What follows belongs to an exercise in optimizing a design on an open flow for small area, a short achievable clock period and few clock cycles; a production flow would make more cautious choices. RTL that was checked went through simulation tests only; none was proved equivalent to the original. Function not checked in runs 1 to 5: the RTL went through the layout flow alone. No activity file was given, so power comes from the tool's default toggle rates.

### flow/run.sh
#!/bin/bash
# synth_recipe.tcl (not shown) runs the flow's synth.tcl, then flattens the netlist and writes it again
# the make line also repeats each setting of config.mk as NAME=value (left out here)
make -C /OpenROAD-flow-scripts/flow DESIGN_CONFIG=/design/flow/config.mk WORK_HOME=/design/flow/orfs CLKGATE_MAP_FILE= SYNTH_SCRIPT=/design/flow/synth_recipe.tcl finish
### flow/config.mk
export PLATFORM = sky130hd
export DESIGN_NAME = bx8_quant
export DESIGN_NICKNAME = bx8_quant
export VERILOG_FILES = /design/flow/design.v
export SDC_FILE = /design/flow/constraint.sdc
export NUM_CORES = 4
export LEC_CHECK = 0
export CAP_MARGIN = 20
export CORE_MARGIN = 2
export CORE_UTILIZATION = 40
export PLACE_DENSITY = 0.6
export SLEW_MARGIN = 20
### flow/constraint.sdc
create_clock -name core_clock -period 25.0 [get_ports {clk}]
set_input_delay 5.0000 -clock core_clock [delete_from_list [all_inputs] [get_ports {clk}]]
set_output_delay 5.0000 -clock core_clock [all_outputs]
set_load 0.01 [all_outputs]
### flow/design.v
module bx8_compress (
    input  wire [31:0] x,
    output wire [14:0] w
);
    wire [7:0]  ex = x[30:23];
    wire [22:0] f  = x[22:0];
    reg [4:0] lz;
    integer i;
    always @* begin
        lz = 5'd23;
        for (i = 0; i < 23; i = i + 1)
            if (f[i]) lz = 5'd22 - i[4:0];
    end
    wire [22:0] fs = f << lz;             
    wire [21:0] fsub = fs[21:0];          
    wire        nrm = (ex != 8'd0);
    wire [8:0]  e9  = nrm ? ({1'b0, ex} + 9'd23)
                    : ((f != 23'd0) ? (9'd23 - {4'd0, lz}) : 9'd0);
    wire [3:0]  fk  = nrm ? f[22:19] : fsub[21:18];
    wire        st  = nrm ? (|f[18:0]) : (|fsub[17:0]);
    assign w = {x[31], e9, fk, st};
endmodule
module bx8_elem_pre (
    input  wire [8:0]  e9,
    input  wire [8:0]  k,
    input  wire [1:0]  fmt,
    output wire [9:0]  pre
);
    wire [9:0] d    = {1'b0, e9} - {1'b0, k};
    wire [9:0] nd   = {1'b0, k} - {1'b0, e9};
    wire       tiny = d[9];
    wire [2:0] t    = !tiny ? 3'd0
                    : ((nd[9:3] != 7'd0) || (nd[2:0] == 3'd7)) ? 3'd6 : nd[2:0];
    reg big;
    always @* begin
        case (fmt)
            2'd1:    big = (d[8:2] != 7'd0);
            2'd3:    big = (d[8:5] != 4'd0);
            default: big = (d[8:4] != 5'd0);
        endcase
    end
    assign pre = {tiny, t, big & !tiny, d[4:0]};
endmodule
module bx8_elem_round (
    input  wire [14:0] w,
    input  wire [9:0]  pre,
    input  wire [1:0]  fmt,
    output wire [7:0]  code,
    output wire        inexact,
    output wire        underflow,
    output wire        saturate
);
    wire       s    = w[14];
    wire       zero = (w[13:5] == 9'd0);
    wire [3:0] f    = w[4:1];
    wire       st   = w[0];
    wire       fj4  = (fmt == 2'd1);
    wire       fj8g = (fmt == 2'd3);
    wire       tiny = pre[9];
    wire [2:0] t    = pre[8:6];
    wire       big  = pre[5];
    wire [4:0] d    = pre[4:0];
    reg [4:0] ext;
    reg       sx;
    always @* begin
        if (fj4)       begin ext = {3'b001, f[3:2]};  sx = f[1] | f[0] | st; end
        else if (fj8g) begin ext = {2'b01, f[3:1]};   sx = f[0] | st;        end
        else           begin ext = {1'b1, f};         sx = st;               end
    end
    wire [10:0] sh      = {ext, 6'd0} >> t;
    wire [3:0]  kept    = sh[10:7];
    wire        rnd     = sh[6];
    wire        stk     = sx | (|sh[5:0]);
    wire [4:0]  rounded = {1'b0, kept} + {4'd0, rnd & (stk | kept[0])};
    reg [6:0] bsh;
    always @* begin
        if (tiny)      bsh = 7'd0;
        else if (fj4)  bsh = {4'd0, d[1:0], 1'b0};
        else if (fj8g) bsh = {d[4:0], 2'b0};
        else           bsh = {d[3:0], 3'b0};
    end
    wire [7:0] cmag = {1'b0, bsh} + {3'd0, rounded};
    wire       sat  = big | (fj4 ? (cmag[7:3] != 5'd0) : cmag[7]);
    wire [6:0] mag  = sat ? (fj4 ? 7'h07 : 7'h7F) : cmag[6:0];
    assign code      = (zero || mag == 7'd0) ? 8'h00
                     : fj4 ? {4'h0, s, mag[2:0]} : {s, mag};
    assign inexact   = !zero & (rnd | stk | sat);
    assign underflow = !zero & tiny & (rnd | stk);
    assign saturate  = !zero & sat;
endmodule
module bx8_scale_key (
    input  wire [30:0] x,
    input  wire [1:0]  fmt,
    output reg  [8:0]  key
);
    wire [22:0] f = x[22:0];
    always @* begin
        case (fmt)
            2'd1:    key = {x[30:23], f[22] & (|f[21:0])};
            2'd3:    key = {x[30:23], (&f[22:21]) & (|f[20:0])};
            default: key = {x[30:23], (&f[22:20]) & (|f[19:0])};
        endcase
    end
endmodule
module bx8_choose_scale (
    input  wire [8:0]  key,
    input  wire [1:0]  fmt,
    output wire [7:0]  bx8
);
    reg [4:0] c;                   
    always @* begin
        case (fmt)
            2'd1:    c = key[0] ? 5'd1  : 5'd2;
            2'd3:    c = key[0] ? 5'd15 : 5'd16;
            default: c = key[0] ? 5'd7  : 5'd8;
        endcase
    end
    wire [8:0] t = {1'b0, key[8:1]} - {4'd0, c};
    assign bx8 = t[8] ? 8'h00 : t[7:0];
endmodule
module bx8_quant (
    input  wire        clk,
    input  wire        rst,         
    input  wire        in_valid,
    output wire        in_ready,
    input  wire [31:0] in_data,     
    input  wire [1:0]  in_fmt,      
    input  wire        in_given,    
    input  wire [7:0]  in_scale,    
    output wire        out_valid,
    input  wire        out_ready,
    output wire [7:0]  out_code,    
    output wire [7:0]  out_bx8,     
    output wire        out_last,    
    output wire [3:0]  out_flags    
);
    localparam integer N  = 68;     
    localparam integer RP = 65;     
    localparam integer W  = 15;     
    reg        in_ready_r;
    reg [5:0]  aidx;               
    reg        rin_v, rin_first, rin_last;
    reg [31:0] rin_d;              
    reg [1:0]  fmt_l;              
    reg        giv_l;
    reg [7:0]  scl_l;
    assign in_ready = in_ready_r;
    wire fire = in_valid & in_ready_r;
    always @(posedge clk) begin
        rin_d <= in_data;
        if (fire & (aidx == 6'd0)) begin
            fmt_l <= in_fmt;
            giv_l <= in_given;
            scl_l <= in_scale;
        end
    end
    reg  [W*N-1:0] ring;
    wire [W-1:0]   comp;
    bx8_compress u_comp (.x(rin_d), .w(comp));
    always @(posedge clk)
        ring <= {ring[W*(N-1)-1:0], rin_v ? comp : ring[W*N-1 -: W]};
    reg [8:0]  key_run;            
    reg        nf_l;               
    wire [8:0] key_x;
    bx8_scale_key u_key (.x(rin_d[30:0]), .fmt(fmt_l), .key(key_x));
    wire       nf_x      = &rin_d[30:23];
    wire [8:0] key_run_n = (rin_first || key_x > key_run) ? key_x : key_run;
    wire       nf_n      = nf_x | (nf_l & ~rin_first);
    always @(posedge clk) begin
        if (rin_v) begin
            key_run <= key_run_n;
            nf_l    <= nf_n;
        end
    end
    reg        wp;                 
    reg        rb;                 
    reg [1:0]  nrdy;               
    reg [8:0]  p0_key, p1_key;     
    reg        p0_giv, p1_giv;
    reg [1:0]  p0_fmt, p1_fmt;
    reg        p0_nf, p1_nf;
    wire [8:0] key_blk = giv_l ? {1'b0, scl_l} : key_run_n;
    always @(posedge clk) begin
        if (rin_last & ~wp) begin
            p0_key <= key_blk;
            p0_giv <= giv_l;
            p0_fmt <= fmt_l;
            p0_nf  <= nf_n;
        end
        if (rin_last & wp) begin
            p1_key <= key_blk;
            p1_giv <= giv_l;
            p1_fmt <= fmt_l;
            p1_nf  <= nf_n;
        end
    end
    wire [7:0] e_auto0, e_auto1;
    bx8_choose_scale u_sc0 (.key(p0_key), .fmt(p0_fmt), .bx8(e_auto0));
    bx8_choose_scale u_sc1 (.key(p1_key), .fmt(p1_fmt), .bx8(e_auto1));
    wire [7:0] e0 = p0_giv ? p0_key[7:0] : e_auto0;
    wire [7:0] e1 = p1_giv ? p1_key[7:0] : e_auto1;
    reg  [8:0] k0, k1;
    always @(posedge clk) begin
        k0 <= {1'b0, e0} + ((p0_fmt == 2'd1) ? 9'd23 : (p0_fmt == 2'd3) ? 9'd9 : 9'd17);
        k1 <= {1'b0, e1} + ((p1_fmt == 2'd1) ? 9'd23 : (p1_fmt == 2'd3) ? 9'd9 : 9'd17);
    end
    wire [7:0] rb_e   = rb ? e1 : e0;
    wire [1:0] rb_fmt = rb ? p1_fmt : p0_fmt;
    wire       rb_nf  = rb ? p1_nf : p0_nf;
    reg [6:0]  rdist;              
    reg [5:0]  ridx;               
    reg [2:0]  facc;               
    reg        ov;
    reg [7:0]  o_code, o_bx8;
    reg        o_last;
    reg [3:0]  o_flags;
    wire rcan    = (rdist == 7'd0) & (nrdy != 2'd0);
    wire oload   = ~ov | out_ready;
    wire rd      = rcan & oload;
    wire rd_last = (ridx == 6'd63);
    wire [W-1:0] pword = ring[W*(RP-1) +: W];
    wire [W-1:0] rword = ring[W*RP +: W];
    wire [9:0]   pre0, pre1;
    bx8_elem_pre u_pre0 (.e9(pword[13:5]), .k(k0), .fmt(p0_fmt), .pre(pre0));
    bx8_elem_pre u_pre1 (.e9(pword[13:5]), .k(k1), .fmt(p1_fmt), .pre(pre1));
    reg  [9:0]   s1_0, s1_1;
    always @(posedge clk) begin
        s1_0 <= pre0;
        s1_1 <= pre1;
    end
    wire [9:0] pre_rb = rb ? s1_1 : s1_0;
    wire [7:0] el_code;
    wire       el_inx, el_unf, el_sat;
    bx8_elem_round u_round (
        .w(rword), .pre(pre_rb), .fmt(rb_fmt),
        .code(el_code), .inexact(el_inx), .underflow(el_unf), .saturate(el_sat)
    );
    wire [2:0] el_fl = {el_sat, el_unf, el_inx};
    reg [6:0]  wd;                 
    reg [6:0]  cnt;                
    wire [6:0] cnt_p = cnt + 7'd1;
    wire [6:0] cnt_m = cnt - 7'd1;
    wire [6:0] cnt_n = fire ? (rd ? cnt : cnt_p) : (rd ? cnt_m : cnt);
    wire       lt0   = (cnt < N);           
    wire       lt1   = (cnt < N - 1);
    wire       ok_n  = fire ? (rd ? lt0 : lt1) : (rd | lt0);
    wire       bdone = rd & rd_last;
    wire [1:0] nrdy_p = nrdy + 2'd1;
    wire [1:0] nrdy_m = nrdy - 2'd1;
    always @(posedge clk) begin
        if (rst) begin
            in_ready_r <= 1'b1;
            aidx       <= 6'd0;
            rin_v      <= 1'b0;
            rin_first  <= 1'b0;
            rin_last   <= 1'b0;
            wd         <= 7'd0;
            cnt        <= 7'd0;
            wp         <= 1'b0;
            rb         <= 1'b0;
            nrdy       <= 2'd0;
            rdist      <= (RP + 2) % N;
            ridx       <= 6'd0;
            facc       <= 3'd0;
            ov         <= 1'b0;
        end else begin
            rin_v      <= fire;
            rin_first  <= fire & (aidx == 6'd0);
            rin_last   <= fire & (aidx == 6'd63);
            if (fire)
                aidx <= aidx + 6'd1;
            wd         <= fire ? 7'd0 : (wd == 7'd0) ? N - 1 : wd - 7'd1;
            cnt        <= cnt_n;
            in_ready_r <= (fire | (wd == 7'd1)) & ok_n;
            if (rin_last)
                wp <= ~wp;
            if (bdone)
                rb <= ~rb;
            nrdy <= rin_last ? (bdone ? nrdy : nrdy_p) : (bdone ? nrdy_m : nrdy);
            if (!rd)
                rdist <= (rdist == 7'd0) ? N - 1 : rdist - 7'd1;
            if (rd) begin
                ridx <= ridx + 6'd1;
                facc <= rd_last ? 3'd0 : (facc | el_fl);
            end
            if (oload)
                ov <= rcan;
        end
    end
    always @(posedge clk) begin
        if (oload) begin
            o_code  <= rb_nf ? ((rb_fmt == 2'd1) ? 8'h00 : 8'h80) : el_code;
            o_bx8   <= rb_nf ? 8'hFF : rb_e;
            o_last  <= rd_last;
            o_flags <= rb_nf ? 4'b1000 : {1'b0, facc | el_fl};
        end
    end
    assign out_valid = ov;
    assign out_code  = o_code;
    assign out_bx8   = o_bx8;
    assign out_last  = o_last;
    assign out_flags = o_flags;
endmodule
==> flow_metrics.env, run 1 <==
export IMPL_min_path_type="reg2reg"
export IMPL_path_clk_slew_ns=0.06
export IMPL_worstMarginPinSlew_ns=0.900
export IMPL_critPathLaunchType="input port"
export IMPL_numCtsBuffers=106
export IMPL_r2r_cells=16
export IMPL_r2r_start="rb"
export IMPL_cts_resized=0
export IMPL_routabilityCongestion=0.829
export IMPL_synth_net_count=2424
export IMPL_fmax_ghz=0.139
export IMPL_cap_violations=0
export IMPL_vdd_drop_max_mv=0.0723
export IMPL_postCtsSetupBuffers=0
export IMPL_clock_sinks=1203
export IMPL_die_x_microns=287
export IMPL_dieArea_sq_mm=0.0822
export IMPL_crit_path_frequent_cell="a21oi_1"
export IMPL_root_buffer="clkbuf_16"
export IMPL_clkPwrFrac_pct=42.9
export IMPL_syn_to_final_growth_pct=17.3
export IMPL_grt_usage_pct=13.3
export IMPL_power_density_mw_per_mm2=102
export IMPL_slew_violations=0
export IMPL_hold_ws_ns=0.290
export IMPL_cp_arrival_ns=7.74
export IMPL_io_buffers=69
export IMPL_grt_max_degree=41
export IMPL_fin_area_sq_mm=0.0375
export IMPL_antenna_found_initial=8
export IMPL_clockBufferDepth=3
export IMPL_power_internal_uw=3060
export IMPL_drive_gt1_share_pct=9.27
export IMPL_coreArea_sq_mm=0.0791
export IMPL_vias=16000
export IMPL_ys_types=82
export IMPL_min_to="ring[478]"
export IMPL_hpwlAfterDp_microns=35900
export IMPL_fin_setup_tns_ns=0
export IMPL_final_nets=2564
export IMPL_synth_area_per_cell_sq_um=14.0
export IMPL_rows=103
export IMPL_clk_latency_ns=0.67
export IMPL_ys_seq_area_share_pct=77.4
export IMPL_r2r_slack_ns=19.66
export IMPL_r2r_end="o_code[7]"
export IMPL_fin_worst_skew_ns=0.0566
export IMPL_slowest_delay_ns=0.52
export IMPL_p_leak_uw=0.0151
export IMPL_switching_power_uw=784
export IMPL_ys_warn_count=6
export IMPL_drt_vias_per_instance=4.48
export IMPL_drt_iter0_markers=816
export IMPL_synth_async_sr_flop_share_pct=0
export IMPL_routed_wl_microns=53800
export IMPL_critical_path_endpoint_type="flip-flop"
export IMPL_crit_fanout=11
export IMPL_netlist_instances=2285
export IMPL_crit_path_cell_trace="clkdlybuf4s50_1, and2_1, inv_1, fa_1, a21o_1, a21oi_1, o21bai_1, a21oi_1, nand3_1, o21ai_0, xnor2_1, nor2_1"
export IMPL_hold_path_depth=0
export IMPL_ant_nets=0
export IMPL_layout_worst_path_cycle_share_pct=28.9
export IMPL_place_inst=3367
export IMPL_ys_ff_latch=1203
export IMPL_htree_num_levels=3
export IMPL_crit_slowest_cell="fa_1"
export IMPL_hold_buffers=0
export IMPL_avgRoutedWirePerCell_microns=15.1
export IMPL_power_total_uw=3840
export IMPL_dpl_cell_area_sq_mm=0.0338
export IMPL_grt_pass1_wl_microns=86500
export IMPL_p_sw_share_pct=20.4
export IMPL_sequentialPowerShare_pct=54.4
export IMPL_worstHoldStart="ring[463]"
export IMPL_synth_ff_type="dfxtp_1"
export IMPL_start_util_pct=40.4
export IMPL_final_common_cell="dfxtp_1"
export IMPL_most_common_layout_cells="1135 x dfxtp_1, 124 x nor2_1, 111 x clkbuf_16"
export IMPL_die_height_microns=287
export IMPL_max_slew_margin_pct=40.0
export IMPL_final_cells=3565
export IMPL_setup_viol=0
export IMPL_min_period_ns=7.21
export IMPL_setup_worst_path_class="in2reg"
export IMPL_hold_viol_final=0
export IMPL_synth_edf_count=68
export IMPL_grt_pass1_vias=16000
export IMPL_status="complete, no violations"
export IMPL_drc=0
export IMPL_pwr_share_comb_pct=2.7
export IMPL_netlist_area_sq_mm=0.0320
export IMPL_io_pins=70
export IMPL_grt_overflow=0
export IMPL_rsz0062_at_grt="false"
export IMPL_drtPass1Iterations=5
export IMPL_critical_path_required_ns=25.52
export IMPL_cts_tree="yes"
==> registers in the layout (all words and copies together) (netlist names), 9 cells and up <==
name	count
k0	9
key_run	9
p0_key	9
p1_key	9
s1_0	10
ring	1020
rin_d	32
k1	9
s1_1	10
==> metrics by stage <==
stage	setup slack [ns]	utilization (%)
2_1_floorplan	17.82	-
3_3_place_gp	17.10	42.7
3_5_place_dp	17.14	42.7
4_1_cts	17.83	47.4
5_1_grt	17.55	47.4
6_report	17.79	47.4
==> synthesized netlist by cell type (all sizes together), types with 12 or more instances <==
library cell     n  area, sq um
nand3           18         90.1
a31oi           17          106
nand2b          29          181
xnor2           42          368
dfxtp         1135        22700
nor2           124          465
nor4            12         75.1
a21oi           79          399
a21o            19          143
mux2            28          319
o22ai           13         81.3
mux2i           45          475
xor2            29          254
nor2b           23          144
edfxtp          68         2040
buf             15          108
ha              82         1030
o21ai           78          405
nor3            33          180
o21a            17          128
clkbuf          28          105
nand2           94          353
a21boi          12         90.1
inv             99          372
==> worst max-delay path by stage <==
| stage | slack (ns) | depth (start not counted) | from | end |
|---|---|---|---|---|
| 2_1_floorplan | 17.82 | 12 | in_valid | cnt[6] |
| 3_3_place_gp | 17.10 | 12 | in_valid | cnt[6] |
| 3_5_place_dp | 17.14 | 12 | in_valid | cnt[6] |
| 4_1_cts | 17.83 | 12 | in_valid | cnt[6] |
| 5_1_grt | 17.55 | 12 | in_valid | cnt[6] |
| 6_report | 17.79 | 12 | in_valid | cnt[6] |
==> critical path: cells and delay by family <==
| kind | cells | cell delay (ns) |
|---|---|---|
| xor+xnor | 1 | 0.14 |
| compound gates | 5 | 0.78 |
| buf+inv | 2 | 0.77 |
| fa+ha+maj | 1 | 0.52 |
| simple gates | 3 | 0.52 |
==> cell type report <==
cell class	count	area, sq um
inverter	99	372
timing repair buffer	75	736
sequential	1203	24800
clock inverter	41	582
fill	6917	41600
multi-input combinational	940	6630
antenna	2	5.00
clock buffer	155	3110
tap	1050	1310
==> kinds of logic (layout without fill, tap and decap cells) <==
group	Yosys count	count (layout)	share of synthesized area, %
flip-flops	1203	1203	77.4
AND/OR/NAND/NOR	384	384	5.74
AO/OA/AOI/OAI	319	319	6.65
buffers and inverters	142	370	1.83
adder cells (fa/ha/maj)	92	92	3.83
multiplexers	74	74	2.56
XOR/XNOR	71	71	1.94
other	0	2	0
==> routing by layer <==
metal | vias up | share of wire (%) | global-route usage, %
li1 | 7946 | - | -
met1 | 7597 | 49 | 18.7
met2 | 311 | 43 | 19.7
met3 | 119 | 4.7 | 3.18
met4 | 2 | 3.1 | 5.26
met5 | - | 0.024 | 0
==> power groups by stage <==
stage | clock network [uW] | logic (uW) | registers (uW)
global placement | 0 | 101 | 2130
floorplan | 0 | 78.4 | 2110
CTS | 1700 | 103 | 2090
finish | 1650 | 102 | 2090
global route | 1780 | 115 | 2100
detailed placement | 0 | 102 | 2130
==> run 2, diff against run 1 <==
--- a/flow/config.mk
+++ b/flow/config.mk
@@ -8,5 +8,6 @@
 export CAP_MARGIN = 20
 export CORE_MARGIN = 2
-export CORE_UTILIZATION = 40
-export PLACE_DENSITY = 0.6
+export CORE_UTILIZATION = 60
+export CTS_BUF_LIST = sky130_fd_sc_hd__clkbuf_4 sky130_fd_sc_hd__clkbuf_8
+export PLACE_DENSITY = 0.75
 export SLEW_MARGIN = 20
==> run 2 against run 1 <==
Still clean. Fmax down 0.21%. Wire length grew 0.88%. Count of clock-buffer cells in the layout grew 108. First-iteration DRC count grew 21%. Global-route usage rose by 6.9 points. Non-clock buffer count did not move.
==> flow_metrics.env, run 2 <==
export IMPL_p_leak_uw=0.0152
export IMPL_slowest_delay_ns=0.52
export IMPL_fin_worst_skew_ns=0.0432
export IMPL_grt_usage_pct=20.2
export IMPL_drc=0
export IMPL_hold_buffers=0
export IMPL_worstHoldStart="ring[997]"
export IMPL_synth_compound_area_share_pct=6.65
export IMPL_r2r_end="o_code[7]"
export IMPL_htree_num_levels=4
export IMPL_clk_latency_ns=0.79
export IMPL_grt_overflow=0
export IMPL_critPathLaunchType="input port"
export IMPL_netlist_top_cells_count="1135 x dfxtp_1, 124 x nor2_1, 99 x inv_1"
export IMPL_grt_pass1_vias=16900
export IMPL_final_nets=2623
export IMPL_io_pins=70
export IMPL_drt_iter0_markers=989
export IMPL_hpwlAfterDp_microns=33600
export IMPL_cp_arrival_ns=7.86
export IMPL_ys_seq_area_share_pct=77.4
export IMPL_synth_simple_area_share_pct=5.74
export IMPL_layout_worst_path_cycle_share_pct=28.9
export IMPL_clock_sinks=1203
export IMPL_synth_top_family_by_area="compound AO/OA/AOI/OAI gates"
export IMPL_setup_worst_path_class="in2reg"
export IMPL_synth_net_count=2424
export IMPL_hold_viol_final=0
export IMPL_setup_viol=0
export IMPL_cts_tree="yes"
export IMPL_drtPass1Iterations=5
export IMPL_power_density_mw_per_mm2=102
export IMPL_routabilityCongestion=0.869
export IMPL_drive_gt1_share_pct=13.6
export IMPL_clockBufferDepth=3
export IMPL_synth_area_per_cell_sq_um=14.0
export IMPL_reg_largest_list="ring (1020), rin_d (32)"
export IMPL_avgRoutedWirePerCell_microns=16.5
export IMPL_synth_top_cell_area_share_pct=71.1
export IMPL_rsz0062_at_grt="false"
export IMPL_crit_path_frequent_cell="a21oi_1"
export IMPL_synth_async_sr_flop_share_pct=0
export IMPL_critical_path_endpoint_type="flip-flop"
export IMPL_drt_vias_per_instance=4.96
export IMPL_min_period_ns=7.23
export IMPL_ys_ff_latch=1203
export IMPL_cap_violations=0
export IMPL_final_common_cell="dfxtp_1"
export IMPL_numCtsBuffers=165
export IMPL_largest_register_ffs=1020
export IMPL_fin_setup_tns_ns=0
export IMPL_coreArea_sq_mm=0.0527
export IMPL_status="complete, no violations"
export IMPL_vias=16400
export IMPL_vdd_drop_max_mv=0.0838
export IMPL_crit_path_end="cnt[6]"
export IMPL_crit_fanout=11
export IMPL_ant_nets=0
export IMPL_ys_warn_count=6
export IMPL_regMostFlops="ring"
export IMPL_start_util_pct=60.7
export IMPL_routed_wl_microns=54300
export IMPL_synthAdderAreaFrac_pct=3.83
export IMPL_place_inst=3005
export IMPL_synth_xor_area_share_pct=1.94
export IMPL_synth_area_leaders="dfxtp_1 71%, edfxtp_1 6.4%, ha_1 3.2%"
export IMPL_antenna_found_initial=6
export IMPL_grt_pass1_wl_microns=88200
export IMPL_min_path_type="reg2reg"
export IMPL_critPathLaunch="in_valid"
export IMPL_cts_resized=0
export IMPL_most_common_layout_cells="1135 x dfxtp_1, 201 x clkbuf_8, 124 x nor2_1"
export IMPL_path_clk_slew_ns=0.06
export IMPL_rows=84
export IMPL_r2r_slack_ns=19.80
export IMPL_yosysMostFrequentCell="dfxtp_1"
export IMPL_postCtsSetupBuffers=0
export IMPL_netlist_area_sq_mm=0.0320
export IMPL_syn_to_final_growth_pct=15.5
export IMPL_fmax_ghz=0.138
export IMPL_grt_max_degree=41
export IMPL_synth_mux_area_share_pct=2.56
export IMPL_die_height_microns=235
export IMPL_yosys_area_top_type="dfxtp_1"
export IMPL_crit_path_cell_trace="clkdlybuf4s50_1, and2_1, inv_1, fa_1, a21o_1, a21oi_1, o21bai_1, a21oi_1, nand3_1, o21ai_0, xnor2_1, nor2_1"
export IMPL_r2r_start="rb"
export IMPL_synth_ff_type="dfxtp_1"
export IMPL_crit_slowest_cell="clkdlybuf4s50_1"
export IMPL_die_x_microns=235
export IMPL_max_slew_margin_pct=44.6
export IMPL_worstMarginPinSlew_ns=0.831
export IMPL_io_buffers=69
export IMPL_netlist_instances=2285
export IMPL_ys_types=82
export IMPL_root_buffer="clkbuf_8"
export IMPL_slew_violations=0
export IMPL_critical_path_required_ns=25.63
export IMPL_synth_edf_count=68
export IMPL_n_antenna_cell=0
export IMPL_final_cells=3298
export IMPL_r2r_cells=16
export IMPL_dieArea_sq_mm=0.0552
run 2: cell types whose count changed in the layout (fill, tap and decap cells not counted), moves of 3 or more:
| cell | before | now |
|---|---|---|
| clkbuf_4 | 0 | 62 |
| clkinv_8 | 1 | 4 |
| bufinv_16 | 8 | 3 |
| clkbuf_8 | 17 | 201 |
| clkinv_4 | 3 | 0 |
| clkbuf_16 | 111 | 0 |
| clkbuf_1 | 26 | 0 |
| clkinv_2 | 17 | 11 |
| clkinv_16 | 5 | 0 |
| inv_12 | 0 | 3 |
| inv_6 | 1 | 4 |
run 2: cells by family (layout without fill, tap and decap cells):
group	count (synthesis)	in the layout
buffers and inverters	142	467
AO/OA/AOI/OAI	319	319
flip-flops	1203	1203
adder cells (fa/ha/maj)	92	92
AND/OR/NAND/NOR	384	384
multiplexers	74	74
XOR/XNOR	71	71
run 2: stage by stage:
| step | instance area, sq um | worst slack (ns) | hold WS (ns) | utilization, % | power, uW |
|---|---|---|---|---|---|
| 2_1_floorplan | 32000 | 17.82 | 0.310 | - | 2190 |
| 3_3_place_gp | 33400 | 17.03 | 0.311 | 63.4 | 2230 |
| 3_5_place_dp | 33400 | 17.01 | 0.312 | 63.4 | 2240 |
| 4_1_cts | 36900 | 17.87 | 0.303 | 70.1 | 3800 |
| 5_1_grt | 36900 | 17.60 | 0.308 | 70.1 | 3900 |
| 6_report | 36900 | 17.77 | 0.304 | 70.1 | 3750 |
run 2: critical path, delay by kind of cell:
family                   cells  cell delay (ns)
AO/OA/AOI/OAI                5             0.82
adder cells (fa/ha/maj)      1             0.52
buffers and inverters        2             0.83
AND/OR/NAND/NOR              3             0.56
XOR/XNOR                     1             0.14
run 2: layout make-up:
type / instances / area, sq um
Sequential cell: 1203 / 24800
Fill cell: 3383 / 15700
Multi-Input combinational cell: 940 / 6630
Clock buffer: 263 / 3230
Tap cell: 688 / 861
Timing Repair Buffer: 75 / 736
Inverter: 99 / 372
Clock inverter: 30 / 332
run 2: how the worst min path moves through the flow:
stage / depth (start not counted) / to / slack, ns
floorplan: 0 / ring[1005] / 0.31
global placement: 0 / ring[915] / 0.31
detailed placement: 0 / ring[291] / 0.31
CTS: 0 / ring[533] / 0.30
global route: 0 / ring[720] / 0.31
finish: 0 / ring[1012] / 0.30
run 2: layer usage:
layer	vias to the layer above	share of wire (%)	global-route usage (%)	wire length, microns
met3	106	5.4	5.37	2930
met1	7777	46	26.6	24700
met2	404	47	31.8	25200
li1	8085	-	-	-
met5	-	0.020	0	11
met4	2	2.5	8.46	1360
run 2: power breakdown:
part           internal [uW]  switching, uW
clock                    858            698
sequential              2050           42.9
combinational           48.3           55.1
total                   2960            796
==> run 3, diff against run 2 <==
--- a/flow/design.v
+++ b/flow/design.v
@@ -21,28 +21,7 @@
     assign w = {x[31], e9, fk, st};
 endmodule
-module bx8_elem_pre (
-    input  wire [8:0]  e9,
-    input  wire [8:0]  k,
-    input  wire [1:0]  fmt,
-    output wire [9:0]  pre
-);
-    wire [9:0] d    = {1'b0, e9} - {1'b0, k};
-    wire [9:0] nd   = {1'b0, k} - {1'b0, e9};
-    wire       tiny = d[9];
-    wire [2:0] t    = !tiny ? 3'd0
-                    : ((nd[9:3] != 7'd0) || (nd[2:0] == 3'd7)) ? 3'd6 : nd[2:0];
-    reg big;
-    always @* begin
-        case (fmt)
-            2'd1:    big = (d[8:2] != 7'd0);
-            2'd3:    big = (d[8:5] != 4'd0);
-            default: big = (d[8:4] != 5'd0);
-        endcase
-    end
-    assign pre = {tiny, t, big & !tiny, d[4:0]};
-endmodule
 module bx8_elem_round (
     input  wire [14:0] w,
-    input  wire [9:0]  pre,
+    input  wire [8:0]  k,
     input  wire [1:0]  fmt,
     output wire [7:0]  code,
@@ -52,13 +31,14 @@
 );
     wire       s    = w[14];
-    wire       zero = (w[13:5] == 9'd0);
+    wire [8:0] e9   = w[13:5];
     wire [3:0] f    = w[4:1];
     wire       st   = w[0];
+    wire       zero = (e9 == 9'd0);
     wire       fj4  = (fmt == 2'd1);
     wire       fj8g = (fmt == 2'd3);
-    wire       tiny = pre[9];
-    wire [2:0] t    = pre[8:6];
-    wire       big  = pre[5];
-    wire [4:0] d    = pre[4:0];
+    wire [9:0] d  = {1'b0, e9} - {1'b0, k};       
+    wire [9:0] nd = {1'b0, k} - {1'b0, e9};       
+    wire       tiny = d[9];
+    wire [2:0] t  = !tiny ? 3'd0 : ((nd[9:3] != 7'd0) || (nd[2:0] == 3'd7)) ? 3'd6 : nd[2:0];
     reg [4:0] ext;
     reg       sx;
@@ -74,9 +54,10 @@
     wire [4:0]  rounded = {1'b0, kept} + {4'd0, rnd & (stk | kept[0])};
     reg [6:0] bsh;
-    always @* begin
-        if (tiny)      bsh = 7'd0;
-        else if (fj4)  bsh = {4'd0, d[1:0], 1'b0};
-        else if (fj8g) bsh = {d[4:0], 2'b0};
-        else           bsh = {d[3:0], 3'b0};
+    reg       big;
+    always @* begin
+        if (fj4)       begin bsh = {4'd0, d[1:0], 1'b0}; big = (d[8:2] != 7'd0); end
+        else if (fj8g) begin bsh = {d[4:0], 2'b0};       big = (d[8:5] != 4'd0); end
+        else           begin bsh = {d[3:0], 3'b0};       big = (d[8:4] != 5'd0); end
+        if (tiny) begin bsh = 7'd0; big = 1'b0; end
     end
     wire [7:0] cmag = {1'b0, bsh} + {3'd0, rounded};
@@ -135,10 +116,24 @@
     output wire [3:0]  out_flags    
 );
-    localparam integer N  = 68;     
-    localparam integer RP = 65;     
+    localparam integer N  = 67;     
+    localparam integer RP = 64;     
     localparam integer W  = 15;     
+    function [6:0] inc7(input [6:0] x);
+        reg c; integer i;
+        begin
+            c = 1'b1;
+            for (i = 0; i < 7; i = i + 1) begin inc7[i] = x[i] ^ c; c = c & x[i]; end
+        end
+    endfunction
+    function [6:0] dec7(input [6:0] x);
+        reg b; integer i;
+        begin
+            b = 1'b1;
+            for (i = 0; i < 7; i = i + 1) begin dec7[i] = x[i] ^ b; b = b & ~x[i]; end
+        end
+    endfunction
     reg        in_ready_r;
     reg [5:0]  aidx;               
-    reg        rin_v, rin_first, rin_last;
+    reg        rin_v, rin_first, rin_last, rin_last_d;
     reg [31:0] rin_d;              
     reg [1:0]  fmt_l;              
@@ -200,9 +195,4 @@
     wire [7:0] e0 = p0_giv ? p0_key[7:0] : e_auto0;
     wire [7:0] e1 = p1_giv ? p1_key[7:0] : e_auto1;
-    reg  [8:0] k0, k1;
-    always @(posedge clk) begin
-        k0 <= {1'b0, e0} + ((p0_fmt == 2'd1) ? 9'd23 : (p0_fmt == 2'd3) ? 9'd9 : 9'd17);
-        k1 <= {1'b0, e1} + ((p1_fmt == 2'd1) ? 9'd23 : (p1_fmt == 2'd3) ? 9'd9 : 9'd17);
-    end
     wire [7:0] rb_e   = rb ? e1 : e0;
     wire [1:0] rb_fmt = rb ? p1_fmt : p0_fmt;
@@ -219,19 +209,16 @@
     wire rd      = rcan & oload;
     wire rd_last = (ridx == 6'd63);
-    wire [W-1:0] pword = ring[W*(RP-1) +: W];
+    wire bdone   = rd & rd_last;
+    wire       rb_n = bdone ? ~rb : rb;
+    wire [8:0] k0   = {1'b0, e0} + ((p0_fmt == 2'd1) ? 9'd23 : (p0_fmt == 2'd3) ? 9'd9 : 9'd17);
+    wire [8:0] k1   = {1'b0, e1} + ((p1_fmt == 2'd1) ? 9'd23 : (p1_fmt == 2'd3) ? 9'd9 : 9'd17);
+    reg  [8:0] kc;
+    always @(posedge clk)
+        kc <= rb_n ? k1 : k0;
     wire [W-1:0] rword = ring[W*RP +: W];
-    wire [9:0]   pre0, pre1;
-    bx8_elem_pre u_pre0 (.e9(pword[13:5]), .k(k0), .fmt(p0_fmt), .pre(pre0));
-    bx8_elem_pre u_pre1 (.e9(pword[13:5]), .k(k1), .fmt(p1_fmt), .pre(pre1));
-    reg  [9:0]   s1_0, s1_1;
-    always @(posedge clk) begin
-        s1_0 <= pre0;
-        s1_1 <= pre1;
-    end
-    wire [9:0] pre_rb = rb ? s1_1 : s1_0;
     wire [7:0] el_code;
     wire       el_inx, el_unf, el_sat;
     bx8_elem_round u_round (
-        .w(rword), .pre(pre_rb), .fmt(rb_fmt),
+        .w(rword), .k(kc), .fmt(rb_fmt),
         .code(el_code), .inexact(el_inx), .underflow(el_unf), .saturate(el_sat)
     );
@@ -239,13 +226,16 @@
     reg [6:0]  wd;                 
     reg [6:0]  cnt;                
-    wire [6:0] cnt_p = cnt + 7'd1;
-    wire [6:0] cnt_m = cnt - 7'd1;
+    wire [6:0] cnt_p = inc7(cnt);
+    wire [6:0] cnt_m = dec7(cnt);
+    wire [6:0] aidx_x = inc7({1'b0, aidx});
+    wire [6:0] ridx_x = inc7({1'b0, ridx});
+    wire [5:0] aidx_p = aidx_x[5:0];
+    wire [5:0] ridx_p = ridx_x[5:0];
     wire [6:0] cnt_n = fire ? (rd ? cnt : cnt_p) : (rd ? cnt_m : cnt);
     wire       lt0   = (cnt < N);           
     wire       lt1   = (cnt < N - 1);
     wire       ok_n  = fire ? (rd ? lt0 : lt1) : (rd | lt0);
-    wire       bdone = rd & rd_last;
-    wire [1:0] nrdy_p = nrdy + 2'd1;
-    wire [1:0] nrdy_m = nrdy - 2'd1;
+    wire [1:0] nrdy_p = {nrdy[1] ^ nrdy[0], ~nrdy[0]};
+    wire [1:0] nrdy_m = {nrdy[1] ^ ~nrdy[0], ~nrdy[0]};
     always @(posedge clk) begin
         if (rst) begin
@@ -255,4 +245,5 @@
             rin_first  <= 1'b0;
             rin_last   <= 1'b0;
+            rin_last_d <= 1'b0;
             wd         <= 7'd0;
             cnt        <= 7'd0;
@@ -268,7 +259,8 @@
             rin_first  <= fire & (aidx == 6'd0);
             rin_last   <= fire & (aidx == 6'd63);
+            rin_last_d <= rin_last;
             if (fire)
-                aidx <= aidx + 6'd1;
-            wd         <= fire ? 7'd0 : (wd == 7'd0) ? N - 1 : wd - 7'd1;
+                aidx <= aidx_p;
+            wd         <= fire ? 7'd0 : (wd == 7'd0) ? N - 1 : dec7(wd);
             cnt        <= cnt_n;
             in_ready_r <= (fire | (wd == 7'd1)) & ok_n;
@@ -277,9 +269,9 @@
             if (bdone)
                 rb <= ~rb;
-            nrdy <= rin_last ? (bdone ? nrdy : nrdy_p) : (bdone ? nrdy_m : nrdy);
+            nrdy <= rin_last_d ? (bdone ? nrdy : nrdy_p) : (bdone ? nrdy_m : nrdy);
             if (!rd)
-                rdist <= (rdist == 7'd0) ? N - 1 : rdist - 7'd1;
+                rdist <= (rdist == 7'd0) ? N - 1 : dec7(rdist);
             if (rd) begin
-                ridx <= ridx + 6'd1;
+                ridx <= ridx_p;
                 facc <= rd_last ? 3'd0 : (facc | el_fl);
             end
--- a/flow/config.mk
+++ b/flow/config.mk
@@ -9,5 +9,6 @@
 export CORE_MARGIN = 2
 export CORE_UTILIZATION = 60
-export CTS_BUF_LIST = sky130_fd_sc_hd__clkbuf_4 sky130_fd_sc_hd__clkbuf_8
+export CTS_CLUSTER_DIAMETER = 60
+export CTS_CLUSTER_SIZE = 30
 export PLACE_DENSITY = 0.75
 export SLEW_MARGIN = 20
==> run 3 against run 2 <==
Final cell count shrank 12%. Design area shrank 9.3%. Still clean on timing, DRC and antenna. Sequential share of layout area rose by 4.3 points. Die area fell by 5.3%. Hold slack improved by 0.017 ns. Critical endpoint is now cnt[5]. Count of clock-buffer cells in the layout decreased by 206.
==> flow_metrics.env, run 3 <==
export IMPL_synth_xor_area_share_pct=1.50
export IMPL_ant_nets=0
export IMPL_synth_net_count=2246
export IMPL_min_to="ring[836]"
export IMPL_netlist_instances=2121
export IMPL_grt_overflow=0
export IMPL_hold_buffers=0
export IMPL_synth_ff_type="dfxtp_1"
export IMPL_yosysMostFrequentCell="dfxtp_1"
export IMPL_critical_path_required_ns=25.52
export IMPL_status="complete, no violations"
export IMPL_grt_pass1_vias=14600
export IMPL_layout_worst_path_cycle_share_pct=28.1
export IMPL_critPathLaunchType="input port"
export IMPL_hold_path_depth=0
export IMPL_min_period_ns=7.03
export IMPL_rows=82
export IMPL_drtPass1Iterations=5
export IMPL_rsz0062_at_grt="false"
export IMPL_fin_area_sq_mm=0.0335
export IMPL_clock_sinks=1160
export IMPL_regMostFlops="ring"
export IMPL_crit_path_cell_trace="clkdlybuf4s50_1, nand2b_1, buf_4, nor2b_1, nand3_1, o22ai_1, xnor2_1, nor2_1"
export IMPL_fin_worst_skew_ns=0.0234
export IMPL_r2r_slack_ns=19.32
export IMPL_dieArea_sq_mm=0.0522
export IMPL_grt_usage_pct=18.8
export IMPL_start_util_pct=60.6
export IMPL_grt_max_degree=39
export IMPL_r2r_start="ring[967]"
export IMPL_synth_area_leaders="dfxtp_1 72%, edfxtp_1 6.7%, ha_1 2.9%"
export IMPL_reg_largest_list="ring (1005), rin_d (32)"
export IMPL_setup_viol=0
export IMPL_ys_seq_area_share_pct=79.0
export IMPL_vias=14500
export IMPL_synth_async_sr_flop_share_pct=0
export IMPL_postCtsSetupBuffers=0
export IMPL_io_buffers=69
export IMPL_coreArea_sq_mm=0.0500
export IMPL_drt_iter0_markers=953
export IMPL_crit_fanout=24
export IMPL_syn_to_final_growth_pct=10.7
export IMPL_cap_violations=0
export IMPL_r2r_cells=22
export IMPL_netlist_top_cells_count="1092 x dfxtp_1, 114 x nor2_1, 88 x inv_1"
export IMPL_p_leak_uw=0.0135
export IMPL_max_slew_margin_pct=31.4
export IMPL_path_clk_slew_ns=0.10
export IMPL_synth_edf_count=68
export IMPL_avgRoutedWirePerCell_microns=16.5
export IMPL_grt_pass1_wl_microns=78100
export IMPL_min_path_type="reg2reg"
export IMPL_final_nets=2337
export IMPL_routabilityCongestion=0.838
export IMPL_synth_compound_area_share_pct=6.16
export IMPL_worstMarginPinSlew_ns=1.03
export IMPL_numCtsBuffers=53
export IMPL_fillCellCount=3414
export IMPL_synth_area_per_cell_sq_um=14.3
export IMPL_synth_simple_area_share_pct=5.72
export IMPL_most_common_layout_cells="1092 x dfxtp_1, 114 x nor2_1, 88 x inv_1"
export IMPL_setup_worst_path_class="in2reg"
export IMPL_synth_top_cell_area_share_pct=72.2
export IMPL_critical_path_endpoint_type="flip-flop"
export IMPL_antenna_found_initial=4
export IMPL_ys_ff_latch=1160
export IMPL_htree_num_levels=2
export IMPL_synth_top_family_by_area="compound AO/OA/AOI/OAI gates"
export IMPL_fmax_ghz=0.142
export IMPL_clockBufferDepth=3
export IMPL_drc=0
export IMPL_vdd_drop_max_mv=0.0861
export IMPL_drive_gt1_share_pct=5.95
export IMPL_largest_register_ffs=1005
export IMPL_die_height_microns=229
export IMPL_root_buffer="clkbuf_16"
export IMPL_hold_viol_final=0
export IMPL_cts_tree="yes"
export IMPL_fin_setup_tns_ns=0
export IMPL_netlist_area_sq_mm=0.0303
export IMPL_hpwlAfterDp_microns=31200
export IMPL_slew_violations=0
export IMPL_r2r_end="o_code[3]"
export IMPL_clk_latency_ns=0.64
export IMPL_yosys_area_top_type="dfxtp_1"
export IMPL_cp_arrival_ns=7.55
export IMPL_ys_types=85
export IMPL_drt_vias_per_instance=4.98
export IMPL_synthAdderAreaFrac_pct=3.40
export IMPL_crit_slowest_cell="nor2b_1"
export IMPL_slowest_delay_ns=0.76
export IMPL_power_density_mw_per_mm2=93.6
export IMPL_io_pins=70
export IMPL_worstHoldStart="ring[821]"
export IMPL_dpl_cell_area_sq_mm=0.0317
export IMPL_final_common_cell="dfxtp_1"
export IMPL_ys_warn_count=5
export IMPL_cts_resized=0
export IMPL_die_x_microns=229
export IMPL_routed_wl_microns=48100
export IMPL_synth_mux_area_share_pct=2.50
## run 3: metrics by stage
stage          cells  hold WS [ns]  total power, uW  utilization, %  setup slack, ns
4_1_cts         2907         0.321             3160            67.0            18.02
3_3_place_gp    2829         0.310             2140            63.4            17.38
6_report        2908         0.322             3130            67.0            17.97
5_1_grt         2907         0.331             3250            67.0            17.84
3_5_place_dp    2829         0.312             2150            63.4            17.37
2_1_floorplan   2121         0.310             2110               -            17.99
## run 3: how the worst max path moves through the flow
stage / start / endpoint / slack, ns / depth (start not counted)
after global routing: out_ready / cnt[4] / 17.84 / 8
final: out_ready / cnt[5] / 17.97 / 8
after detailed placement: out_ready / cnt[4] / 17.37 / 8
after CTS: out_ready / cnt[5] / 18.02 / 8
after floorplan: out_ready / kc[8] / 17.99 / 8
after global placement: out_ready / kc[3] / 17.38 / 7
## run 3: kinds of logic after synthesis
kind of cell | count (synthesis)
mux | 73
flops | 1160
xor+xnor | 51
simple gates | 352
buf+inv | 127
fa+ha+maj | 78
compound gates | 280
## run 3: layout make-up
type | instances | area [sq um] | share of cell area (%)
sequential | 1160 | 23900 | 71.4
multi-input combinational | 834 | 5880 | 17.5
clock buffer | 57 | 1380 | 4.13
tap | 672 | 841 | 2.51
timing repair buffer | 75 | 736 | 2.20
clock inverter | 21 | 424 | 1.27
inverter | 88 | 330 | 0.986
antenna | 1 | 2.50 | 0.00747
## run 3: critical path, delay by kind of cell
family,cells,cell delay [ns]
simple gates,4,1.23
xor+xnor,1,0.17
compound gates,1,0.34
buf+inv,2,0.80
## run 3: power by group
group | leakage (uW) | total, uW | switching [uW] | internal, uW
registers | 0.00962 | 2020 | 38.7 | 1980
logic | 0.00303 | 88.2 | 47.7 | 40.5
clock network | 0.000866 | 1030 | 585 | 441
## run 3: metal layers
layer / vias to the layer above / part of all wire (%) / wire length [microns] / GRT usage (%)
met5: - / 0.027 / 13 / 0
met4: 2 / 1.8 / 881 / 4.86
met3: 63 / 4.8 / 2300 / 3.46
met2: 261 / 46 / 22300 / 30.3
met1: 6911 / 47 / 22600 / 26.5
li1: 7246 / - / - / -
==> run 4, diff against run 3 <==
==> flow/flow/run.sh (new file) <==
#!/bin/bash
# The standard layout, with the port buffers the standard flow's flow adds made from
# buf_4 cells instead of the resizer's default pick (a delay cell).
set -euo pipefail
export BUFFER_PORTS_ARGS="-buffer_cell sky130_fd_sc_hd__buf_4"
bash standard.sh > standard.log 2>&1
==> flow/standard.sh (new file) <==
#!/bin/bash
# synth_recipe.tcl (not shown) runs the flow's synth.tcl, then flattens the netlist and writes it again
# the make line also repeats each setting of config.mk as NAME=value (left out here)
make -C /OpenROAD-flow-scripts/flow DESIGN_CONFIG=/design/flow/config.mk WORK_HOME=/design/flow/orfs CLKGATE_MAP_FILE= SYNTH_SCRIPT=/design/flow/synth_recipe.tcl "${@:-finish}"
removed: flow/run.sh
==> run 4 against run 3 <==
Still clean. Global-route usage rose by 0.21 points. Combinational power rose by 0.5%. Die area did not move. Sequential share of layout area rose by 0.63 points. Register-to-register slack got worse by 0.02 ns. Critical path depth did not move. Power fell by 1.2%. First-iteration DRC count fell by 14%. Sequential power barely moved. Final cell count barely moved. Critical path type unchanged.
==> flow_metrics.env, run 4 <==
export IMPL_largest_register_ffs=1005
export IMPL_cts_tree="yes"
export IMPL_ant_nets=0
export IMPL_avgRoutedWirePerCell_microns=16.9
export IMPL_drt_iter0_markers=819
export IMPL_path_clk_slew_ns=0.10
export IMPL_synth_area_leaders="dfxtp_1 72%, edfxtp_1 6.7%, ha_1 2.9%"
export IMPL_synth_edf_count=68
export IMPL_p_sw_share_pct=21.2
export IMPL_synth_top_cell_area_share_pct=72.2
export IMPL_fin_setup_tns_ns=0
export IMPL_ys_seq_area_share_pct=79.0
export IMPL_netlist_instances=2121
export IMPL_netlist_top_cells_count="1092 x dfxtp_1, 114 x nor2_1, 88 x inv_1"
export IMPL_io_pins=70
export IMPL_fin_worst_skew_ns=0.0371
export IMPL_power_internal_uw=2440
export IMPL_routed_wl_microns=49100
export IMPL_synth_async_sr_flop_share_pct=0
export IMPL_final_common_cell="dfxtp_1"
export IMPL_synth_net_count=2246
export IMPL_dpl_cell_area_sq_mm=0.0315
export IMPL_regMostFlops="ring"
export IMPL_min_path_type="reg2reg"
export IMPL_io_buffers=69
export IMPL_reg_largest_list="ring (1005), rin_d (32)"
export IMPL_rows=82
export IMPL_slowest_delay_ns=0.68
export IMPL_crit_fanout=24
export IMPL_hpwlAfterDp_microns=31600
export IMPL_clockBufferDepth=3
export IMPL_ys_ff_latch=1160
export IMPL_yosys_area_top_type="dfxtp_1"
export IMPL_setup_worst_path_class="in2reg"
export IMPL_setup_viol=0
export IMPL_grt_pass1_vias=14800
export IMPL_postLayoutCoreUtil_pct=66.5
export IMPL_grt_usage_pct=19.0
export IMPL_drive_gt1_share_pct=8.83
export IMPL_grt_pass1_wl_microns=79000
export IMPL_clkPwrFrac_pct=31.9
export IMPL_critPathLaunchType="input port"
export IMPL_vdd_drop_max_mv=0.0701
export IMPL_clk_latency_ns=0.64
export IMPL_drc=0
export IMPL_crit_path_cell_trace="buf_4, nand2b_1, buf_4, nor2b_1, nand3_1, o32ai_1, xnor2_1, nor2_1"
export IMPL_drt_vias_per_instance=4.99
export IMPL_synth_ff_type="dfxtp_1"
export IMPL_final_nets=2335
export IMPL_root_buffer="clkbuf_16"
export IMPL_postCtsSetupBuffers=0
export IMPL_die_x_microns=229
export IMPL_cap_violations=0
export IMPL_setup_slack_ns=18.51
export IMPL_cp_arrival_ns=7.00
export IMPL_clock_sinks=1160
export IMPL_pwr_share_comb_pct=2.9
export IMPL_crit_buf_inv=2
export IMPL_numCtsBuffers=51
export IMPL_rsz0062_at_grt="false"
export IMPL_layout_worst_path_cycle_share_pct=26.0
export IMPL_grt_overflow=0
export IMPL_slew_violations=0
export IMPL_dieArea_sq_mm=0.0522
export IMPL_switching_power_uw=655
export IMPL_power_density_mw_per_mm2=93.3
export IMPL_fmax_ghz=0.154
export IMPL_synth_area_per_cell_sq_um=14.3
export IMPL_most_common_layout_cells="1092 x dfxtp_1, 114 x nor2_1, 88 x inv_1"
export IMPL_die_height_microns=229
export IMPL_worstMarginPinSlew_ns=1.03
export IMPL_hold_viol_final=0
export IMPL_vias=14500
export IMPL_antenna_found_initial=6
export IMPL_cpLargestDelayFamily="simple AND/OR/NAND/NOR gates"
export IMPL_crit_slowest_cell="nor2b_1"
export IMPL_start_util_pct=60.6
export IMPL_p_leak_uw=0.0135
export IMPL_yosysMostFrequentCell="dfxtp_1"
export IMPL_critical_path_required_ns=25.50
export IMPL_netlist_area_sq_mm=0.0303
export IMPL_htree_num_levels=2
export IMPL_routabilityCongestion=0.810
export IMPL_fin_area_sq_mm=0.0332
export IMPL_hold_buffers=0
export IMPL_drtPass1Iterations=4
export IMPL_min_period_ns=6.49
export IMPL_power_total_uw=3100
export IMPL_grt_max_degree=39
export IMPL_status="complete, no violations"
export IMPL_critical_path_endpoint_type="flip-flop"
export IMPL_coreArea_sq_mm=0.0500
export IMPL_syn_to_final_growth_pct=9.73
export IMPL_ys_warn_count=5
export IMPL_place_ws_ns=17.84
export IMPL_cts_resized=0
export IMPL_sequentialPowerShare_pct=65.3
export IMPL_ys_types=85
export IMPL_crit_path_frequent_cell="buf_4"
export IMPL_max_slew_margin_pct=31.3
==> run 4: metal layers <==
metal	part of all wire, %	GRT usage, %
met2	46	31.0
met4	2.6	6.29
met1	47	26.0
met5	0.029	0
met3	4.1	3.28
==> run 4: cell type report <==
cell class / count / area [sq um]
clock buffers: 54 / 1300
inverters: 88 / 330
flip-flops and latches: 1160 / 23900
fillers: 3518 / 16800
repair buffers: 75 / 563
well taps: 672 / 841
clock inverters: 21 / 389
multi-input cells: 834 / 5870
diodes: 2 / 5.00
==> run 4: worst register-to-register path, stage by stage (launching register included) <==
cell and delay, ns:
dfxtp_1 0.39, ha_1 0.26, fa_1 0.43, nand2b_2 0.22, a211oi_2 0.34, o2111a_1 0.26
o22a_1 0.27, nand2_1 0.14, nor3_1 0.49, nor2_1 0.09, a21oi_1 0.15, nor3_1 0.07
ha_1 0.39, a21oi_1 0.25, nor2_1 0.07, nor2_1 0.11, a211oi_1 0.08, and3_1 0.21
a41o_1 0.20, a21oi_2 0.40, o41ai_1 0.16, a21oi_1 0.34, a21oi_1 0.12
==> run 4: cell families (layout without fill, tap and decap cells) <==
family                   Yosys count  after routing  synth area share, %
AO/OA/AOI/OAI                    280            280                 6.16
XOR/XNOR                          51             51                 1.50
adder cells (fa/ha/maj)           78             78                 3.40
buffers and inverters            127            238                 1.72
flip-flops                      1160           1160                 79.0
multiplexers                      73             73                 2.50
other                              0              2                    0
AND/OR/NAND/NOR                  352            352                 5.72
==> run 4: per-stage QoR <==
stage               std cells  hold slack [ns]
detailed placement       2829            0.312
global placement         2829            0.309
global route             2904            0.330
CTS                      2904            0.322
finish                   2906            0.322
floorplan                2121            0.310
==> run 4: worst paths after layout <==
kind,to,from,cells past startpoint,slack (ns)
worst min-delay path,ring[597],ring[582],0,0.32
worst max register to register,o_code[3],ring[965],22,19.30
worst max-delay path,cnt[4],out_ready,8,18.51
worst min register to register,ring[597],ring[582],0,0.32
==> run 4: power by group through the flow <==
stage,combinational (uW),sequential [uW],clock (uW)
2_1_floorplan,61.6,2040,0
3_3_place_gp,80.3,2060,0
3_5_place_dp,83.6,2060,0
4_1_cts,89.2,2020,1010
5_1_grt,100,2030,1080
6_report,88.6,2020,987
==> run 5, diff against run 4 <==
==> flow/flow/run.sh (replaced) <==
#!/bin/bash
# The standard layout, with the port buffers made from buf_4 cells instead of
# the resizer's default pick (a delay cell), and the resizer's timing repair
# asked to keep extra setup slack, so that it also works on paths that meet
# the clock period already.
set -euo pipefail
export BUFFER_PORTS_ARGS="-buffer_cell sky130_fd_sc_hd__buf_4"
export SETUP_SLACK_MARGIN=18.9
bash standard.sh > standard.log 2>&1
==> run 5 against run 4 <==
Synthesized area unchanged. Combinational power down 3.0%. Highest routed layer unchanged. Largest cell class unchanged. Largest power group unchanged. Hold slack worse by 0.012 ns. Critical endpoint is now out_flags[2]. Utilization up 0.31 points.
==> flow_metrics.env, run 5 <==
export IMPL_status="complete, no violations"
export IMPL_sequentialPowerShare_pct=64.9
export IMPL_grt_max_degree=39
export IMPL_grt_usage_pct=18.5
export IMPL_synth_area_per_cell_sq_um=14.3
export IMPL_crit_slowest_cell="edfxtp_1"
export IMPL_path_clk_slew_ns=0.10
export IMPL_synth_top_cell_area_share_pct=72.2
export IMPL_power_internal_uw=2440
export IMPL_clock_sinks=1160
export IMPL_pwr_share_comb_pct=2.8
export IMPL_cp_arrival_ns=1.20
export IMPL_critical_path_endpoint_type="output port"
export IMPL_layout_worst_path_cycle_share_pct=24.8
export IMPL_rsz0062_at_grt="true"
export IMPL_root_buffer="clkbuf_16"
export IMPL_crit_fanout=1
export IMPL_setup_viol=0
export IMPL_hpwlAfterDp_microns=30300
export IMPL_place_ws_ns=18.16
export IMPL_drt_iter0_markers=925
export IMPL_netlist_instances=2121
export IMPL_drtPass1Iterations=5
export IMPL_vdd_drop_max_mv=0.0915
export IMPL_switching_power_uw=669
export IMPL_clockBufferDepth=3
export IMPL_dpl_cell_area_sq_mm=0.0315
export IMPL_grt_pass1_vias=14400
export IMPL_numCtsBuffers=53
export IMPL_min_path_type="reg2reg"
export IMPL_htree_num_levels=2
export IMPL_antenna_found_initial=3
export IMPL_setup_worst_path_class="reg2out"
export IMPL_reg_largest_list="ring (1005), rin_d (32)"
export IMPL_hold_ws_ns=0.310
export IMPL_synth_area_leaders="dfxtp_1 72%, edfxtp_1 6.7%, ha_1 2.9%"
export IMPL_final_nets=2338
export IMPL_ys_warn_count=5
export IMPL_largest_register_ffs=1005
export IMPL_drive_gt1_share_pct=9.23
export IMPL_ys_types=85
export IMPL_regMostFlops="ring"
export IMPL_io_pins=70
export IMPL_netlist_area_sq_mm=0.0303
export IMPL_n_antenna_cell=0
export IMPL_synth_net_count=2246
export IMPL_ant_nets=0
export IMPL_cap_violations=0
export IMPL_max_slew_margin_pct=32.7
export IMPL_critPathLaunchType="flip-flop"
export IMPL_crit_path_cell_trace="buf_6"
export IMPL_die_height_microns=229
export IMPL_power_density_mw_per_mm2=93.2
export IMPL_drc=0
export IMPL_p_leak_uw=0.0136
export IMPL_clkPwrFrac_pct=32.4
export IMPL_clk_latency_ns=0.64
export IMPL_cpLargestDelayFamily="flip-flops"
export IMPL_fin_area_sq_mm=0.0334
export IMPL_fin_worst_skew_ns=0.0300
export IMPL_vias=14600
export IMPL_fin_setup_tns_ns=0
export IMPL_grt_pass1_wl_microns=77000
export IMPL_yosysMostFrequentCell="dfxtp_1"
export IMPL_setup_slack_ns=18.80
export IMPL_slew_violations=0
export IMPL_rows=82
export IMPL_crit_buf_inv=1
export IMPL_start_util_pct=60.6
export IMPL_routed_wl_microns=48100
export IMPL_ys_ff_latch=1160
export IMPL_fillCellCount=3499
export IMPL_most_common_layout_cells="1090 x dfxtp_1, 113 x nor2_1, 88 x inv_1"
export IMPL_postLayoutCoreUtil_pct=66.8
export IMPL_coreArea_sq_mm=0.0500
export IMPL_cts_tree="yes"
export IMPL_routabilityCongestion=0.831
export IMPL_final_common_cell="dfxtp_1"
export IMPL_ys_seq_area_share_pct=79.0
export IMPL_synth_async_sr_flop_share_pct=0
export IMPL_dieArea_sq_mm=0.0522
export IMPL_hold_viol_final=0
export IMPL_netlist_top_cells_count="1092 x dfxtp_1, 114 x nor2_1, 88 x inv_1"
export IMPL_fmax_ghz=0.161
export IMPL_drt_vias_per_instance=5.02
export IMPL_p_sw_share_pct=21.5
export IMPL_die_x_microns=229
export IMPL_yosys_area_top_type="dfxtp_1"
export IMPL_synth_edf_count=68
export IMPL_io_buffers=69
export IMPL_worstMarginPinSlew_ns=1.01
export IMPL_min_period_ns=6.20
export IMPL_avgRoutedWirePerCell_microns=16.6
export IMPL_grt_overflow=0
export IMPL_synth_ff_type="dfxtp_1"
export IMPL_slowest_delay_ns=0.43
export IMPL_syn_to_final_growth_pct=10.2
export IMPL_critical_path_required_ns=20.00
-- run 5: cell count changes in the layout (fill, tap and decap cells not counted), moves of 3 or more --
cell      change
inv_16        +5
clkinv_8      -4
buf_6        +19
buf_4        -19
inv_12        +3
-- run 5: final timing paths --
check | start | to | depth (start not counted) | slack [ns]
worst max register to register | ring[966] | o_flags[0] | 20 | 19.34
worst min-delay path | ring[88] | ring[103] | 0 | 0.31
worst max-delay path | o_flags[2] | out_flags[2] | 1 | 18.80
worst min register to register | ring[88] | ring[103] | 0 | 0.31
-- run 5: per-layer routing --
layer  vias to the layer above  wire [microns]  track usage, %
li1                       7253               -               -
met1                      6939           24000            27.6
met2                       304           20800            28.0
met3                        85            2070            2.72
met4                         2            1240            6.39
met5                         -              13               0
-- run 5: layout make-up --
cell class	count	area [sq um]	share of cell area (%)
clock buffer	55	1340	4.03
multi-input combinational	835	5920	17.8
clock inverter	19	379	1.14
inverter	88	330	0.990
tap	672	841	2.52
sequential	1160	23900	71.7
timing repair buffer	75	634	1.90
-- run 5: worst reg2reg max path: cells and delay by family, from the launching register on --
| family | cells | cell delay (ns) |
|---|---|---|
| AND/OR/NAND/NOR | 7 | 1.33 |
| adder cells (fa/ha/maj) | 2 | 0.75 |
| flip-flops | 1 | 0.63 |
| AO/OA/AOI/OAI | 10 | 2.63 |
| buffers and inverters | 1 | 0.10 |
-- run 5: timing repair --
item                                    in CTS  in global routing
gates resized for setup                     15                  8
pin swaps                                    1                  0
hold buffers                                 0                  0
endpoints found under the setup margin      25                 25
gates cloned                                 0                  1
buffers inserted                             2                  0
-- run 5: cells by family (layout without fill, tap and decap cells) --
family / Yosys count / count (layout) / share of synthesized area, %
xor gates and xnor gates: 51 / 51 / 1.50
DFF: 1160 / 1160 / 79.0
and+or+nand+nor: 352 / 353 / 5.72
adders and majority gates: 78 / 78 / 3.40
muxes: 73 / 73 / 2.50
AOI/OAI and AO/OA: 280 / 280 / 6.16
buffers and inverters: 127 / 237 / 1.72
-- run 5: metrics by stage --
| stage | power, uW | instances |
|---|---|---|
| 6_report | 3110 | 2904 |
| 5_1_grt | 3230 | 2904 |
| 4_1_cts | 3150 | 2903 |
| 3_5_place_dp | 2140 | 2827 |
| 3_3_place_gp | 2140 | 2827 |
| 2_1_floorplan | 2110 | 2121 |
-- run 5: power groups by stage --
stage | combinational [uW] | sequential (uW) | clock [uW]
6_report | 85.9 | 2020 | 1010
5_1_grt | 97.5 | 2030 | 1100
4_1_cts | 86.4 | 2020 | 1040
3_5_place_dp | 85.4 | 2060 | 0
3_3_place_gp | 81.1 | 2060 | 0
2_1_floorplan | 61.7 | 2040 | 0
==> run 6, diff against run 5 <==
--- a/flow/design.v
+++ b/flow/design.v
@@ -198,6 +198,10 @@
     wire [1:0] rb_fmt = rb ? p1_fmt : p0_fmt;
     wire       rb_nf  = rb ? p1_nf : p0_nf;
-    reg [6:0]  rdist;              
-    reg [5:0]  ridx;               
+    reg [6:0]  wd;                 
+    reg [6:0]  cnt;                
+    wire [6:0] cnt_p = inc7(cnt);
+    wire [6:0] cnt_m = dec7(cnt);
+    wire [6:0] aidx_x = inc7({1'b0, aidx});
+    wire [5:0] aidx_p = aidx_x[5:0];
     reg [2:0]  facc;               
     reg        ov;
@@ -205,8 +209,10 @@
     reg        o_last;
     reg [3:0]  o_flags;
-    wire rcan    = (rdist == 7'd0) & (nrdy != 2'd0);
+    wire [6:0] wd_m  = (wd == 7'd0) ? N - 1 : dec7(wd);
+    wire       ralign = (cnt == wd_m) | ((cnt == N) & (wd == 7'd1));
+    wire rcan    = ralign & (nrdy != 2'd0);
     wire oload   = ~ov | out_ready;
     wire rd      = rcan & oload;
-    wire rd_last = (ridx == 6'd63);
+    wire rd_last = (cnt[5:0] == aidx_p);
     wire bdone   = rd & rd_last;
     wire       rb_n = bdone ? ~rb : rb;
@@ -224,12 +230,4 @@
     );
     wire [2:0] el_fl = {el_sat, el_unf, el_inx};
-    reg [6:0]  wd;                 
-    reg [6:0]  cnt;                
-    wire [6:0] cnt_p = inc7(cnt);
-    wire [6:0] cnt_m = dec7(cnt);
-    wire [6:0] aidx_x = inc7({1'b0, aidx});
-    wire [6:0] ridx_x = inc7({1'b0, ridx});
-    wire [5:0] aidx_p = aidx_x[5:0];
-    wire [5:0] ridx_p = ridx_x[5:0];
     wire [6:0] cnt_n = fire ? (rd ? cnt : cnt_p) : (rd ? cnt_m : cnt);
     wire       lt0   = (cnt < N);           
@@ -251,6 +249,4 @@
             rb         <= 1'b0;
             nrdy       <= 2'd0;
-            rdist      <= (RP + 2) % N;
-            ridx       <= 6'd0;
             facc       <= 3'd0;
             ov         <= 1'b0;
@@ -270,10 +266,6 @@
                 rb <= ~rb;
             nrdy <= rin_last_d ? (bdone ? nrdy : nrdy_p) : (bdone ? nrdy_m : nrdy);
-            if (!rd)
-                rdist <= (rdist == 7'd0) ? N - 1 : dec7(rdist);
-            if (rd) begin
-                ridx <= ridx_p;
+            if (oload & rcan)
                 facc <= rd_last ? 3'd0 : (facc | el_fl);
-            end
             if (oload)
                 ov <= rcan;
==> run 6 against run 5 <==
Non-clock buffer count grew 6. Via count is 1.7% higher. Register-to-register slack improved by 0.02 ns. Synthesized cell count increased by 0.99%. Final cell count grew 0.62%. Clock power hardly changed. Global-route usage is 0.26 points higher. Sequential share of layout area down 0.66 points. Clock skew fell by 0.0055 ns. Sequential power barely moved. Critical endpoint is now out_bx8[0]. Largest power group unchanged. Highest routed layer unchanged.
==> flow_metrics.env, run 6 <==
export IMPL_reg_largest_list="ring (1005), rin_d (32)"
export IMPL_setup_viol=0
export IMPL_worstHoldStart="ring[84]"
export IMPL_power_density_mw_per_mm2=94.8
export IMPL_crit_path_cell_trace="buf_6"
export IMPL_fin_worst_skew_ns=0.0244
export IMPL_p_leak_uw=0.0135
export IMPL_min_to="ring[99]"
export IMPL_critical_path_required_ns=20.00
export IMPL_vias=14800
export IMPL_status="complete, no violations"
export IMPL_drive_gt1_share_pct=9.96
export IMPL_vdd_drop_max_mv=0.0803
export IMPL_fin_setup_tns_ns=0
export IMPL_grt_usage_pct=18.8
export IMPL_syn_to_final_growth_pct=10.5
export IMPL_crit_fanout=1
export IMPL_io_buffers=69
export IMPL_n_antenna_cell=0
export IMPL_drtPass1Iterations=5
export IMPL_ys_seq_area_share_pct=78.4
export IMPL_synth_async_sr_flop_share_pct=0
export IMPL_r2r_start="ring[971]"
export IMPL_critical_path_endpoint_type="output port"
export IMPL_clock_sinks=1147
export IMPL_drc=0
export IMPL_htree_num_levels=2
export IMPL_ys_types=90
export IMPL_clockBufferDepth=3
export IMPL_cts_tree="yes"
export IMPL_drt_vias_per_instance=5.08
export IMPL_final_cells=2922
export IMPL_synth_net_count=2258
export IMPL_r2r_end="o_code[2]"
export IMPL_slew_violations=0
export IMPL_io_pins=70
export IMPL_final_nets=2340
export IMPL_regMostFlops="ring"
export IMPL_min_path_type="reg2reg"
export IMPL_setup_worst_path_class="reg2out"
export IMPL_worstMarginPinSlew_ns=1.06
export IMPL_crit_slowest_cell="edfxtp_1"
export IMPL_netlist_top_cells_count="1079 x dfxtp_1, 101 x nand2_1, 94 x nor2_1"
export IMPL_hold_path_depth=0
export IMPL_critPathLaunchType="flip-flop"
export IMPL_start_util_pct=60.5
export IMPL_routed_wl_microns=48600
export IMPL_cap_violations=0
export IMPL_routabilityCongestion=0.828
export IMPL_final_common_cell="dfxtp_1"
export IMPL_antenna_found_initial=4
export IMPL_hold_viol_final=0
export IMPL_layout_worst_path_cycle_share_pct=24.8
export IMPL_cpLargestDelayFamily="flip-flops"
export IMPL_avgRoutedWirePerCell_microns=16.6
export IMPL_netlist_instances=2142
export IMPL_yosys_area_top_type="dfxtp_1"
export IMPL_dieArea_sq_mm=0.0520
export IMPL_synth_top_cell_area_share_pct=71.7
export IMPL_rsz0062_at_grt="true"
export IMPL_die_x_microns=228
export IMPL_fillCellCount=3536
export IMPL_numCtsBuffers=52
export IMPL_clk_latency_ns=0.64
export IMPL_ant_nets=0
export IMPL_grt_pass1_vias=14800
export IMPL_synth_edf_count=68
export IMPL_die_height_microns=228
export IMPL_min_period_ns=6.19
export IMPL_most_common_layout_cells="1077 x dfxtp_1, 100 x nand2_1, 94 x nor2_1"
export IMPL_cp_depth=1
==> run 6: cell families (layout without fill, tap and decap cells) <==
kind of cell    count (synthesis)  count (layout)  synth area share (%)
xor+xnor                       63              63                  1.83
fa+ha+maj                      69              69                  3.04
buf+inv                       131             239                  1.73
flops                        1147            1147                  78.4
simple gates                  372             372                  6.15
compound gates                316             316                  7.20
mux                            44              44                  1.62
==> run 6: timing repair <==
action / CTS / global route
cloned: 0 / 0
gates resized for setup: 16 / 8
setup buffers: 1 / 5
endpoints found under the setup margin: 23 / 33
hold endpoints to repair: 0 / 0
hold buffers: 0 / 0
==> run 6: through the flow <==
step	cell area (sq um)	utilization, %	setup slack, ns
floorplan	30200	-	18.68
global placement	31400	63.0	18.35
detailed placement	31400	63.0	18.27
CTS	33200	66.6	18.76
global route	33300	66.8	18.76
finish	33300	66.8	18.81
==> run 6: layer usage <==
metal	track usage (%)	wire, microns	up-vias
li1	-	-	7327
met1	26.1	22800	7088
met2	30.5	22300	326
met3	2.96	2160	88
met4	6.17	1320	2
met5	0	11	-
==> run 6: worst max path at each step <==
stage	startpoint	end
floorplan	out_ready	kc[0]
global placement	out_ready	kc[1]
detailed placement	out_ready	kc[6]
CTS	o_bx8[0]	out_bx8[0]
global route	o_bx8[0]	out_bx8[0]
finish	o_bx8[0]	out_bx8[0]
==> run 6: cell type report <==
type,count,area [sq um],share of cell area (%)
clock inverter,23,417,1.25
tap,672,841,2.52
inverter,78,295,0.887
clock buffer,57,1350,4.06
timing repair buffer,81,699,2.10
multi-input combinational,864,6050,18.2
sequential,1147,23600,71.0
==> run 6: power by group <==
part           leakage, uW  internal (uW)  switching [uW]
Combinational      0.00314           58.8            76.4
Clock             0.000845            431             584
Sequential         0.00952           1960            43.0
Total               0.0135           2450             703
Testbench counts of run 6, summed over its fixed seeds: cycles 16,920.
